Context: an optimization exercise on an open-source flow, tuned for small area, a short achievable clock period and few clock cycles per item. The choices shown serve that exercise and are no tape-out recipe.
Where RTL was checked, it was by simulation tests only, not by an equivalence proof against the original.

==> run C: inputs <==
==> flow/design.v <==
module aes_sbox_a (
    input  wire [7:0]  a,
    output wire [11:0] p
);
    function [3:0] gf4_mul;
        input [3:0] a;
        input [3:0] b;
        reg   [6:0] r;
        begin
            r = ({7{b[0]}} & {3'b0, a}) ^ ({7{b[1]}} & {2'b0, a, 1'b0}) ^
                ({7{b[2]}} & {1'b0, a, 2'b0}) ^ ({7{b[3]}} & {a, 3'b0});
            if (r[6]) r = r ^ 7'b1001100;
            if (r[5]) r = r ^ 7'b0100110;
            if (r[4]) r = r ^ 7'b0010011;
            gf4_mul = r[3:0];
        end
    endfunction
    wire [7:0] m;    
    assign m[0] = a[0] ^ a[5] ^ a[7];
    assign m[1] = a[2];
    assign m[2] = a[2] ^ a[3] ^ a[4] ^ a[5] ^ a[6] ^ a[7];
    assign m[3] = a[3] ^ a[4];
    assign m[4] = a[4] ^ a[5] ^ a[6];
    assign m[5] = a[1] ^ a[4] ^ a[6] ^ a[7];
    assign m[6] = a[2] ^ a[3] ^ a[5] ^ a[7];
    assign m[7] = a[5] ^ a[7];
    wire [3:0] h = m[7:4];
    wire [3:0] l = m[3:0];
    wire [3:0] d = gf4_mul(gf4_mul(h, h), 4'd8) ^ gf4_mul(h, l) ^ gf4_mul(l, l);
    wire [3:0] di;
    assign di[0] = d[0] ^ d[1] ^ d[2] ^ (d[0] & d[2]) ^ (d[1] & d[2]) ^
                   (d[0] & d[1] & d[2]) ^ d[3] ^ (d[1] & d[2] & d[3]);
    assign di[1] = (d[0] & d[1]) ^ (d[0] & d[2]) ^ (d[1] & d[2]) ^ d[3] ^
                   (d[1] & d[3]) ^ (d[0] & d[1] & d[3]);
    assign di[2] = (d[0] & d[1]) ^ d[2] ^ (d[0] & d[2]) ^ d[3] ^
                   (d[0] & d[3]) ^ (d[0] & d[2] & d[3]);
    assign di[3] = d[1] ^ d[2] ^ d[3] ^ (d[0] & d[3]) ^ (d[1] & d[3]) ^
                   (d[2] & d[3]) ^ (d[1] & d[2] & d[3]);
    assign p = {h, l, di};
endmodule
module aes_sbox_b (
    input  wire [11:0] p,
    output wire [7:0]  y
);
    function [3:0] gf4_mul;
        input [3:0] a;
        input [3:0] b;
        reg   [6:0] r;
        begin
            r = ({7{b[0]}} & {3'b0, a}) ^ ({7{b[1]}} & {2'b0, a, 1'b0}) ^
                ({7{b[2]}} & {1'b0, a, 2'b0}) ^ ({7{b[3]}} & {a, 3'b0});
            if (r[6]) r = r ^ 7'b1001100;
            if (r[5]) r = r ^ 7'b0100110;
            if (r[4]) r = r ^ 7'b0010011;
            gf4_mul = r[3:0];
        end
    endfunction
    wire [3:0] h = p[11:8];
    wire [3:0] l = p[7:4];
    wire [3:0] di = p[3:0];
    wire [7:0] t = {gf4_mul(h, di), gf4_mul(h ^ l, di)};
    assign y[0] = ~(t[0] ^ t[2] ^ t[6]);
    assign y[1] = ~(t[0] ^ t[1] ^ t[2] ^ t[3] ^ t[4] ^ t[5]);
    assign y[2] = t[0] ^ t[3] ^ t[5] ^ t[6];
    assign y[3] = t[0] ^ t[2] ^ t[5];
    assign y[4] = t[0] ^ t[1] ^ t[3] ^ t[4] ^ t[5];
    assign y[5] = ~(t[1] ^ t[2] ^ t[3] ^ t[5] ^ t[6] ^ t[7]);
    assign y[6] = ~(t[4] ^ t[6] ^ t[7]);
    assign y[7] = t[1] ^ t[2];
endmodule
module aes_enc_core (
    input  wire         clk,
    input  wire         rst,         
    input  wire         in_valid,
    output wire         in_ready,
    input  wire         key_256,     
    input  wire [255:0] key,
    input  wire [127:0] block,
    output wire         out_valid,
    output wire [127:0] out_data
);
    function [7:0] xtime;
        input [7:0] b;
        xtime = {b[6:0], 1'b0} ^ (b[7] ? 8'h1b : 8'h00);
    endfunction
    function [31:0] mix_column;
        input [31:0] c;
        reg [7:0] a0, a1, a2, a3, t;
        begin
            a0 = c[31:24]; a1 = c[23:16]; a2 = c[15:8]; a3 = c[7:0];
            t = a0 ^ a1 ^ a2 ^ a3;
            mix_column[31:24] = a0 ^ t ^ xtime(a0 ^ a1);
            mix_column[23:16] = a1 ^ t ^ xtime(a1 ^ a2);
            mix_column[15:8]  = a2 ^ t ^ xtime(a2 ^ a3);
            mix_column[7:0]   = a3 ^ t ^ xtime(a3 ^ a0);
        end
    endfunction
    function [7:0] rcon;
        input       k256;
        input [3:0] r;
        reg   [3:0] i;
        begin
            i = k256 ? (r[0] ? ({1'b0, r[3:1]} + 4'd1) : 4'd0) : r;
            case (i)
                4'd1:    rcon = 8'h01;
                4'd2:    rcon = 8'h02;
                4'd3:    rcon = 8'h04;
                4'd4:    rcon = 8'h08;
                4'd5:    rcon = 8'h10;
                4'd6:    rcon = 8'h20;
                4'd7:    rcon = 8'h40;
                4'd8:    rcon = 8'h80;
                4'd9:    rcon = 8'h1b;
                4'd10:   rcon = 8'h36;
                default: rcon = 8'h00;
            endcase
        end
    endfunction
    reg [127:0] s;               
    reg [191:0] p;               
    reg [127:0] x;               
    reg [255:0] k0, k1, k2;      
    reg [31:0]  kw;              
    reg [47:0]  kp;              
    reg [31:0]  kt;              
    reg         v0, v1, v2;      
    reg         w0, w1, w2;      
    reg [3:0]   r0, r1, r2;      
    reg         f1, f2;          
    reg [127:0] out_q;
    reg         out_v;
    reg         ready;
    assign in_ready  = ready;
    assign out_valid = out_v;
    assign out_data  = out_q;
    wire [191:0] pa;
    wire [127:0] xb;
    wire [47:0]  kpa;
    wire [31:0]  ktb;
    genvar i;
    generate
        for (i = 0; i < 16; i = i + 1) begin : g_sbox
            aes_sbox_a u_a (.a(s[8*i +: 8]),   .p(pa[12*i +: 12]));
            aes_sbox_b u_b (.p(p[12*i +: 12]), .y(xb[8*i +: 8]));
        end
        for (i = 0; i < 4; i = i + 1) begin : g_ksbox
            aes_sbox_a u_a (.a(kw[8*i +: 8]),   .p(kpa[12*i +: 12]));
            aes_sbox_b u_b (.p(kp[12*i +: 12]), .y(ktb[8*i +: 8]));
        end
    endgenerate
    always @(posedge clk) begin
        p  <= pa;
        k1 <= k0;
        kp <= kpa;
        w1 <= w0;
        r1 <= r0;
        f1 <= (r0 == (w0 ? 4'd14 : 4'd10));
        x  <= xb;
        k2 <= k1;
        kt <= ktb ^ {rcon(w1, r1), 24'h0};
        w2 <= w1;
        r2 <= r1;
        f2 <= f1;
    end
    wire [127:0] y = x;
    wire [127:0] sr;
    generate
        for (i = 0; i < 16; i = i + 1) begin : g_shift
            localparam integer R = i % 4;
            localparam integer C = i / 4;
            localparam integer SRC = 4 * ((C + R) % 4) + R;
            assign sr[127-8*i -: 8] = y[127-8*SRC -: 8];
        end
    endgenerate
    wire [127:0] mc = {mix_column(sr[127:96]), mix_column(sr[95:64]),
                       mix_column(sr[63:32]),  mix_column(sr[31:0])};
    wire [127:0] ka  = k2[255:128];
    wire [127:0] kb  = k2[127:0];
    wire [31:0]  kt2 = kt;
    wire [31:0]  kp0 = ka[127:96];
    wire [31:0]  kp1 = kp0 ^ ka[95:64];
    wire [31:0]  kp2 = kp1 ^ ka[63:32];
    wire [31:0]  kp3 = kp2 ^ ka[31:0];
    wire [127:0] knew = {kp0 ^ kt2, kp1 ^ kt2, kp2 ^ kt2, kp3 ^ kt2};
    wire [127:0] rk   = w2 ? kb : knew;      
    wire       v_n = ready ? in_valid : (v2 && !f2);
    wire       w_n = ready ? key_256  : w2;
    wire [3:0] r_n = ready ? 4'd1     : r2 + 4'd1;
    wire        rot_c = !w2 || !r2[0];
    wire [31:0] kw_l  = key_256 ? key[31:0] : key[159:128];
    wire [31:0] kw_c  = rot_c ? {knew[23:0], knew[31:24]} : knew[31:0];
    always @(posedge clk) begin
        out_q <= sr ^ rk;
        s     <= (ready ? block : mc) ^ (ready ? key[255:128] : rk);
        k0    <= ready ? key : (w2 ? {kb, knew} : {knew, knew});
        kw    <= ready ? {kw_l[23:0], kw_l[31:24]} : kw_c;
        w0    <= w_n;
        r0    <= r_n;
    end
    wire early_s = v0  && w0  && (r0  < 4'd5);
    wire early_n = v_n && w_n && (r_n < 4'd5);
    always @(posedge clk) begin
        if (rst) begin
            v0    <= 1'b0;
            v1    <= 1'b0;
            v2    <= 1'b0;
            out_v <= 1'b0;
            ready <= 1'b1;
        end else begin
            v0    <= v_n;
            v1    <= v0;
            v2    <= v1;
            out_v <= v2 && f2;
            ready <= (!v1 || f1) && !early_s && !early_n;
        end
    end
endmodule
==> flow/flow/run.sh <==
#!/bin/bash
set -euo pipefail
W=$(pwd)
SETUP_MARGIN=${SETUP_MARGIN:-6.9}
export FLOW_ABC_SCRIPT="$W/flow/abc.script"
bash standard.sh SYNTH_SCRIPT="$W/flow/synth.tcl" \
  BUFFER_PORTS_ARGS="-buffer_cell sky130_fd_sc_hd__buf_1" \
  SETUP_SLACK_MARGIN="$SETUP_MARGIN" finish > "$W/flow_make.log" 2>&1
==> flow/flow/abc.script <==
strash
&get -n
&fraig -x
&put
scorr
dc2
dretime
strash
&get -n
&dch -f
&nf -p -R 30
&put
strash
&get -n
&dch -f
&nf -p -R 30
&put
==> flow/flow/synth.tcl <==
# The standard synthesis (synth_recipe.tcl), except that the technology
# mapping uses flow/abc.script (ABC's default liberty script with the &nf
# mapping run twice, with pin permutation and some delay relaxation) in place of ORFS's abc_speed/abc_area scripts. Every
# other ABC argument ORFS passes is kept.
proc synth {args} { yosys synth -nofsm -noshare {*}$args }
proc abc {args} {
  set a {}
  set skip 0
  foreach x $args {
    if {$skip} { set skip 0; continue }
    if {$x eq "-script"} { set skip 1; continue }
    lappend a $x
  }
  yosys abc -script $::env(FLOW_ABC_SCRIPT) {*}$a
}
source $::env(SCRIPTS_DIR)/synth.tcl
# left out here: clear keep_hierarchy, flatten, clean up, hide names made inside functions, write 1_2_yosys.v
==> flow/standard.sh <==
#!/bin/bash
# synth_recipe.tcl (not shown) runs the flow's synth.tcl, then flattens the netlist and writes it again
# the make line also repeats each setting of config.mk as NAME=value (left out here)
make -C /OpenROAD-flow-scripts/flow DESIGN_CONFIG=/design/flow/config.mk WORK_HOME=/design/flow/orfs CLKGATE_MAP_FILE= SYNTH_SCRIPT=/design/flow/synth_recipe.tcl "${@:-finish}"
==> flow/config.mk <==
export PLATFORM = sky130hd
export DESIGN_NAME = aes_enc_core
export DESIGN_NICKNAME = aes_enc_core
export VERILOG_FILES = /design/flow/design.v
export SDC_FILE = /design/flow/constraint.sdc
export NUM_CORES = 4
export LEC_CHECK = 0
export CAP_MARGIN = 20
export CORE_MARGIN = 2
export CORE_UTILIZATION = 45
export CTS_CLUSTER_DIAMETER = 80
export CTS_CLUSTER_SIZE = 25
export SLEW_MARGIN = 20
==> flow/constraint.sdc <==
create_clock -name core_clock -period 10.0 [get_ports {clk}]
set_input_delay 2.0000 -clock core_clock [delete_from_list [all_inputs] [get_ports {clk}]]
set_output_delay 2.0000 -clock core_clock [all_outputs]
set_load 0.01 [all_outputs]
==> run D (differences from run C) <==
--- a/flow/flow/run.sh
+++ b/flow/flow/run.sh
@@ -3,4 +3,3 @@
 W=$(pwd)
-SETUP_MARGIN=${SETUP_MARGIN:-6.9}
-export FLOW_ABC_SCRIPT="$W/flow/abc.script"
+SETUP_MARGIN=${SETUP_MARGIN:-6.7}
 bash standard.sh SYNTH_SCRIPT="$W/flow/synth.tcl" \
==> flow/flow/synth.tcl (replaced) <==
# The standard synthesis (synth_recipe.tcl), except that the technology
# mapping uses ABC's default liberty script (&nf mapper) in place of ORFS's
# abc_speed/abc_area scripts. Every other ABC argument ORFS passes is kept.
proc synth {args} { yosys synth -nofsm -noshare {*}$args }
proc abc {args} {
  set a {}
  set skip 0
  foreach x $args {
    if {$skip} { set skip 0; continue }
    if {$x eq "-script"} { set skip 1; continue }
    lappend a $x
  }
  yosys abc {*}$a
}
source $::env(SCRIPTS_DIR)/synth.tcl
# left out here: clear keep_hierarchy, flatten, clean up, hide names made inside functions, write 1_2_yosys.v
- CORE_UTILIZATION: 45 -> 40
- CTS_CLUSTER_DIAMETER: 80 -> not set
- CTS_CLUSTER_SIZE: 25 -> not set
removed: flow/flow/abc.script
==> run E (differences from run C) <==
--- a/flow/flow/run.sh
+++ b/flow/flow/run.sh
@@ -3,4 +3,3 @@
 W=$(pwd)
-SETUP_MARGIN=${SETUP_MARGIN:-6.9}
-export FLOW_ABC_SCRIPT="$W/flow/abc.script"
+SETUP_MARGIN=${SETUP_MARGIN:-6.7}
 bash standard.sh SYNTH_SCRIPT="$W/flow/synth.tcl" \
==> flow/flow/synth.tcl (replaced) <==
# The standard synthesis (synth_recipe.tcl), except that the technology
# mapping uses ABC's default liberty script (&nf mapper) in place of ORFS's
# abc_speed/abc_area scripts. Every other ABC argument ORFS passes is kept.
proc synth {args} { yosys synth -nofsm -noshare {*}$args }
proc abc {args} {
  set a {}
  set skip 0
  foreach x $args {
    if {$skip} { set skip 0; continue }
    if {$x eq "-script"} { set skip 1; continue }
    lappend a $x
  }
  yosys abc {*}$a
}
source $::env(SCRIPTS_DIR)/synth.tcl
# left out here: clear keep_hierarchy, flatten, clean up, hide names made inside functions, write 1_2_yosys.v
- CORE_UTILIZATION: 45 -> 40
- CTS_BUF_LIST: not set -> sky130_fd_sc_hd__clkbuf_8
- CTS_CLUSTER_DIAMETER: 80 -> not set
- CTS_CLUSTER_SIZE: 25 -> not set
removed: flow/flow/abc.script
==> out/metrics.yaml <==
status: "complete, no violations"
n_all_inverters: 94
routed_wl_um: 209000
muxShareOfSynthArea_pct: 1.18
n_antenna_cell: 5
nClkBuffers: 221
h-tree-depth: 4
grt_max_degree: 171
drive_above_1_share_pct: 9.31
multi_input_area_um2: 36300
[end of results for run D]
==> out/metrics.yaml <==
routed_wl_um: 196000
status: "complete, no violations"
multi_input_area_um2: 36900
nClkBuffers: 91
drive_above_1_share_pct: 11.8
grt_max_degree: 206
n_all_inverters: 76
h-tree-depth: 3
synth_warnings: 3
n_antenna_cell: 9
[end of results for run C]
==> out/metrics.yaml <==
status: "complete, but fails checks"
violations: "antenna rules"
routed_wl_um: 210000
n_antenna_cell: 11
final_antenna_net_count: 1
n_all_inverters: 94
nClkBuffers: 300
multi_input_area_um2: 36200
muxShareOfSynthArea_pct: 1.18
h-tree-depth: 4
grt_max_degree: 171
drive_above_1_share_pct: 11.1
[end of results for run E]
Testbench counts of run C, summed over its fixed seeds: cycles 78,409, items 6,400.
Testbench counts of run D, summed over its fixed seeds: cycles 78,409, items 6,400.
Testbench counts of run E, summed over its fixed seeds: cycles 78,409, items 6,400.

========
==> trial 15 <==
Starts from the design.v that is shown in full above.
clock: 10.0 ns
lec_check: 0
cap_margin: 20
core_margin: 2
core_utilization: 55
cts_cluster_diameter: 80
cts_cluster_size: 25
place_density_lb_addon: 0.1
slew_margin: 20
standard.sh (not shown) runs the stock make flow with config.mk's settings and CLKGATE_MAP_FILE= SYNTH_SCRIPT=/design/flow/synth_recipe.tcl, a recipe that flattens the netlist after the stock synthesis.
==> flow/flow/run.sh <==
#!/bin/bash
set -euo pipefail
W=$(pwd)
SETUP_MARGIN=${SETUP_MARGIN:-6.9}
export FLOW_ABC_SCRIPT="$W/flow/abc.script"
bash standard.sh SYNTH_SCRIPT="$W/flow/synth.tcl" \
  BUFFER_PORTS_ARGS="-buffer_cell sky130_fd_sc_hd__buf_1" \
  SETUP_SLACK_MARGIN="$SETUP_MARGIN" finish > "$W/flow_make.log" 2>&1
==> flow/flow/abc.script <==
strash
&get -n
&fraig -x
&put
scorr
dc2
dretime
strash
&get -n
&dch -f
&nf -D 10
&put
strash
&get -n
&dch -f
&nf -D 10
&put
==> flow/flow/synth.tcl <==
# The standard synthesis (synth_recipe.tcl), except that the technology
# mapping uses flow/abc.script (ABC's default liberty script with the &nf
# mapping run twice) in place of ORFS's abc_speed/abc_area scripts. Every
# other ABC argument ORFS passes is kept.
proc synth {args} { yosys synth -nofsm -noshare {*}$args }
proc abc {args} {
  set a {}
  set skip 0
  foreach x $args {
    if {$skip} { set skip 0; continue }
    if {$x eq "-script"} { set skip 1; continue }
    lappend a $x
  }
  yosys abc -script $::env(FLOW_ABC_SCRIPT) {*}$a
}
source $::env(SCRIPTS_DIR)/synth.tcl
# left out here: clear keep_hierarchy, flatten, clean up, hide names made inside functions, write 1_2_yosys.v
==> trial 57: changes against trial 15 <==
--- a/flow/design.v
+++ b/flow/design.v
@@ -26,17 +26,7 @@
     assign m[7] = a[5] ^ a[7];
     wire [3:0] h = m[7:4];
     wire [3:0] l = m[3:0];
-    wire [3:0] d = gf4_mul(gf4_mul(h, h), 4'd8) ^ gf4_mul(h, l) ^ gf4_mul(l, l);
-    wire [3:0] di;
-    assign di[0] = d[0] ^ d[1] ^ d[2] ^ (d[0] & d[2]) ^ (d[1] & d[2]) ^
-                   (d[0] & d[1] & d[2]) ^ d[3] ^ (d[1] & d[2] & d[3]);
-    assign di[1] = (d[0] & d[1]) ^ (d[0] & d[2]) ^ (d[1] & d[2]) ^ d[3] ^
-                   (d[1] & d[3]) ^ (d[0] & d[1] & d[3]);
-    assign di[2] = (d[0] & d[1]) ^ d[2] ^ (d[0] & d[2]) ^ d[3] ^
-                   (d[0] & d[3]) ^ (d[0] & d[2] & d[3]);
-    assign di[3] = d[1] ^ d[2] ^ d[3] ^ (d[0] & d[3]) ^ (d[1] & d[3]) ^
-                   (d[2] & d[3]) ^ (d[1] & d[2] & d[3]);
-    assign p = {h, l, di};
+    assign p = {h, l, gf4_mul(gf4_mul(h, h), 4'd8) ^ gf4_mul(h, l) ^ gf4_mul(l, l)};
 endmodule
 module aes_sbox_b (
     input  wire [11:0] p,
@@ -57,7 +47,28 @@
     endfunction
     wire [3:0] h = p[11:8];
     wire [3:0] l = p[7:4];
-    wire [3:0] di = p[3:0];
+    wire [3:0] d = p[3:0];
+    reg  [3:0] di;
+    always @(*) begin
+        case (d)
+            4'd0:  di = 4'd0;
+            4'd1:  di = 4'd1;
+            4'd2:  di = 4'd9;
+            4'd3:  di = 4'd14;
+            4'd4:  di = 4'd13;
+            4'd5:  di = 4'd11;
+            4'd6:  di = 4'd7;
+            4'd7:  di = 4'd6;
+            4'd8:  di = 4'd15;
+            4'd9:  di = 4'd2;
+            4'd10: di = 4'd12;
+            4'd11: di = 4'd5;
+            4'd12: di = 4'd10;
+            4'd13: di = 4'd4;
+            4'd14: di = 4'd3;
+            default: di = 4'd8;
+        endcase
+    end
     wire [7:0] t = {gf4_mul(h, di), gf4_mul(h ^ l, di)};
     assign y[0] = ~(t[0] ^ t[2] ^ t[6]);
     assign y[1] = ~(t[0] ^ t[1] ^ t[2] ^ t[3] ^ t[4] ^ t[5]);
==> flow/flow/run.sh (replaced) <==
#!/bin/bash
set -euo pipefail
W=$(pwd)
SETUP_MARGIN=${SETUP_MARGIN:-6.5}
bash standard.sh SYNTH_SCRIPT="$W/flow/synth.tcl" \
  BUFFER_PORTS_ARGS="-buffer_cell sky130_fd_sc_hd__buf_1" \
  SETUP_SLACK_MARGIN="$SETUP_MARGIN" finish > "$W/flow_make.log" 2>&1
==> flow/flow/synth.tcl (replaced) <==
# The standard synthesis (synth_recipe.tcl), except that the technology
# mapping uses ABC's default liberty script (&nf mapper) in place of ORFS's
# abc_speed/abc_area scripts. Every other ABC argument ORFS passes is kept.
proc synth {args} { yosys synth -nofsm -noshare {*}$args }
proc abc {args} {
  set a {}
  set skip 0
  foreach x $args {
    if {$skip} { set skip 0; continue }
    if {$x eq "-script"} { set skip 1; continue }
    lappend a $x
  }
  yosys abc {*}$a
}
source $::env(SCRIPTS_DIR)/synth.tcl
# left out here: clear keep_hierarchy, flatten, clean up, hide names made inside functions, write 1_2_yosys.v
Settings changed: CORE_UTILIZATION 55 to 40, CTS_CLUSTER_DIAMETER 80 to default, CTS_CLUSTER_SIZE 25 to default, PLACE_DENSITY_LB_ADDON 0.1 to default.
removed: flow/flow/abc.script
==> trial 85: changes against trial 15 <==
==> flow/flow/run.sh (replaced) <==
#!/bin/bash
set -euo pipefail
W=$(pwd)
SETUP_MARGIN=${SETUP_MARGIN:-7.0}
bash standard.sh SYNTH_SCRIPT="$W/flow/synth.tcl" \
  BUFFER_PORTS_ARGS="-buffer_cell sky130_fd_sc_hd__buf_1" \
  SETUP_SLACK_MARGIN="$SETUP_MARGIN" finish > "$W/flow_make.log" 2>&1
==> flow/flow/synth.tcl (replaced) <==
# The standard synthesis (synth_recipe.tcl), except that the technology
# mapping uses ABC's default liberty script (&nf mapper) in place of ORFS's
# abc_speed/abc_area scripts. Every other ABC argument ORFS passes is kept.
proc synth {args} { yosys synth -nofsm -noshare {*}$args }
proc abc {args} {
  set a {}
  set skip 0
  foreach x $args {
    if {$skip} { set skip 0; continue }
    if {$x eq "-script"} { set skip 1; continue }
    lappend a $x
  }
  yosys abc {*}$a
}
source $::env(SCRIPTS_DIR)/synth.tcl
# left out here: clear keep_hierarchy, flatten, clean up, hide names made inside functions, write 1_2_yosys.v
Settings changed: CTS_CLUSTER_DIAMETER 80 to 60, CTS_CLUSTER_SIZE 25 to 30.
removed: flow/flow/abc.script
==> trial 82: changes against trial 15 <==
==> flow/flow/run.sh (replaced) <==
#!/bin/bash
set -euo pipefail
W=$(pwd)
SETUP_MARGIN=${SETUP_MARGIN:-6.9}
bash standard.sh SYNTH_SCRIPT="$W/flow/synth.tcl" \
  BUFFER_PORTS_ARGS="-buffer_cell sky130_fd_sc_hd__buf_1" \
  SETUP_SLACK_MARGIN="$SETUP_MARGIN" finish > "$W/flow_make.log" 2>&1
==> flow/flow/synth.tcl (replaced) <==
# The standard synthesis (synth_recipe.tcl), except that the technology
# mapping uses ABC's default liberty script (&nf mapper) in place of ORFS's
# abc_speed/abc_area scripts. Every other ABC argument ORFS passes is kept.
proc synth {args} { yosys synth -nofsm -noshare {*}$args }
proc abc {args} {
  set a {}
  set skip 0
  foreach x $args {
    if {$skip} { set skip 0; continue }
    if {$x eq "-script"} { set skip 1; continue }
    lappend a $x
  }
  yosys abc {*}$a
}
source $::env(SCRIPTS_DIR)/synth.tcl
# left out here: clear keep_hierarchy, flatten, clean up, hide names made inside functions, write 1_2_yosys.v
Settings changed: CORE_UTILIZATION 55 to 45, PLACE_DENSITY_LB_ADDON 0.1 to default.
removed: flow/flow/abc.script
==> impl_metrics.toml <==
[logic_synthesis]
synthTopCellsByCount = "1,749 x xnor2_1, 1,478 x dfxtp_1, 1,124 x nand2_1"
synth-xor-area-share_pct = 36.0

[detailed_routing]
drt_wl_total_um = 200000

[layout]
fin_area_um2 = 78600
postLayoutCoreUtil_pct = 65.7
final_layout_size_suffix_gt1_share_pct = 13.5

[grt]
grt_pass1_wl_um = 286000

[run_status]
status = "no timing/DRC/antenna violations"

[sta]
fmax_ghz = 0.306
fin_crit_ps = 3270

[setup_path]
regToRegStartpoint = "kw[18]"
-- figures above: trial 85

==> impl_metrics.toml <==
[run_status]
status = "no timing/DRC/antenna violations"

[layout]
fin_area_um2 = 78700
final_layout_size_suffix_gt1_share_pct = 6.61

[setup_path]
regToRegStartpoint = "kw[4]"

[detailed_routing]
drt_wl_total_um = 213000

[grt]
grt_pass1_wl_um = 305000

[sta]
fin_crit_ps = 3450
-- figures above: trial 57

==> impl_metrics.toml <==
[sta]
fin_crit_ps = 3220
fmax_ghz = 0.310

[layout]
postLayoutCoreUtil_pct = 64.1
final_layout_size_suffix_gt1_share_pct = 10.3

[logic_synthesis]
synth-xor-area-share_pct = 36.0

[run_status]
status = "no timing/DRC/antenna violations"
-- figures above: trial 15

==> impl_metrics.toml <==
[sta]
fin_crit_ps = 3270

[logic_synthesis]
synthTopCellsByCount = "1,749 x xnor2_1, 1,478 x dfxtp_1, 1,124 x nand2_1"
synth-xor-area-share_pct = 36.0

[layout]
final_layout_size_suffix_gt1_share_pct = 10.8

[setup_path]
regToRegStartpoint = "s[110]"

[run_status]
status = "no timing/DRC/antenna violations"

[grt]
grt_pass1_wl_um = 291000
-- figures above: trial 82

Testbench counts of trial 15, summed over its fixed seeds: cycles 78,409, items 6,400.
Testbench counts of trial 85, summed over its fixed seeds: cycles 78,409, items 6,400.
Testbench counts of trial 82, summed over its fixed seeds: cycles 78,409, items 6,400.
Function not checked in trial 57: the RTL went through the layout flow alone.

afterwards: timing with drivers on the ports:
The results above use ideal ports. As a check the final layouts listed here were re-extracted and re-timed, cells and wires unchanged.
Step 1 assumes that a clkbuf_16 drives the clock port and a buf_2 every other input.
Step 2, shift: input delay + t, output delay - t, t = (earliest + latest rising clock arrival at the registers) / 2. This alone moves slack from input paths to output paths.
Three values: no drivers, after step 1, after step 2; two values: the first two.
| run | t (ns) | setup slack, ns | hold WS [ns] | clock arrival spread, ns | slew at the worst register clock pin (ns) |
|---|---|---|---|---|---|
| run C | 0.791 | 6.626 / 6.544 / 6.734 | 0.320 / 0.320 / 0.320 | 0.043 / 0.042 | 0.10 / 0.10 |
| run D | 0.865 | 6.629 / 6.549 / 6.452 | 0.306 / 0.306 / 0.306 | 0.063 / 0.063 | 0.07 / 0.07 |
| run E | 1.031 | 6.460 / 6.381 / 6.441 | 0.297 / 0.297 / 0.297 | 0.083 / 0.082 | 0.07 / 0.07 |
| trial 15 | 0.760 | 6.775 / 6.696 / 6.804 | 0.311 / 0.311 / 0.311 | 0.035 / 0.035 | 0.10 / 0.10 |
| trial 57 | 0.881 | 6.545 / 6.483 / 6.358 | 0.311 / 0.311 / 0.311 | 0.040 / 0.040 | 0.07 / 0.07 |
| trial 85 | 0.810 | 6.734 / 6.659 / 6.660 | 0.300 / 0.300 / 0.300 | 0.072 / 0.072 | 0.11 / 0.11 |
| trial 82 | 0.808 | 6.725 / 6.639 / 6.497 | 0.311 / 0.311 / 0.311 | 0.046 / 0.047 | 0.10 / 0.10 |
For trial 82, which loses most, drivers alone change the setup slack by -0.086 ns; drivers and shift together by -0.228 ns.
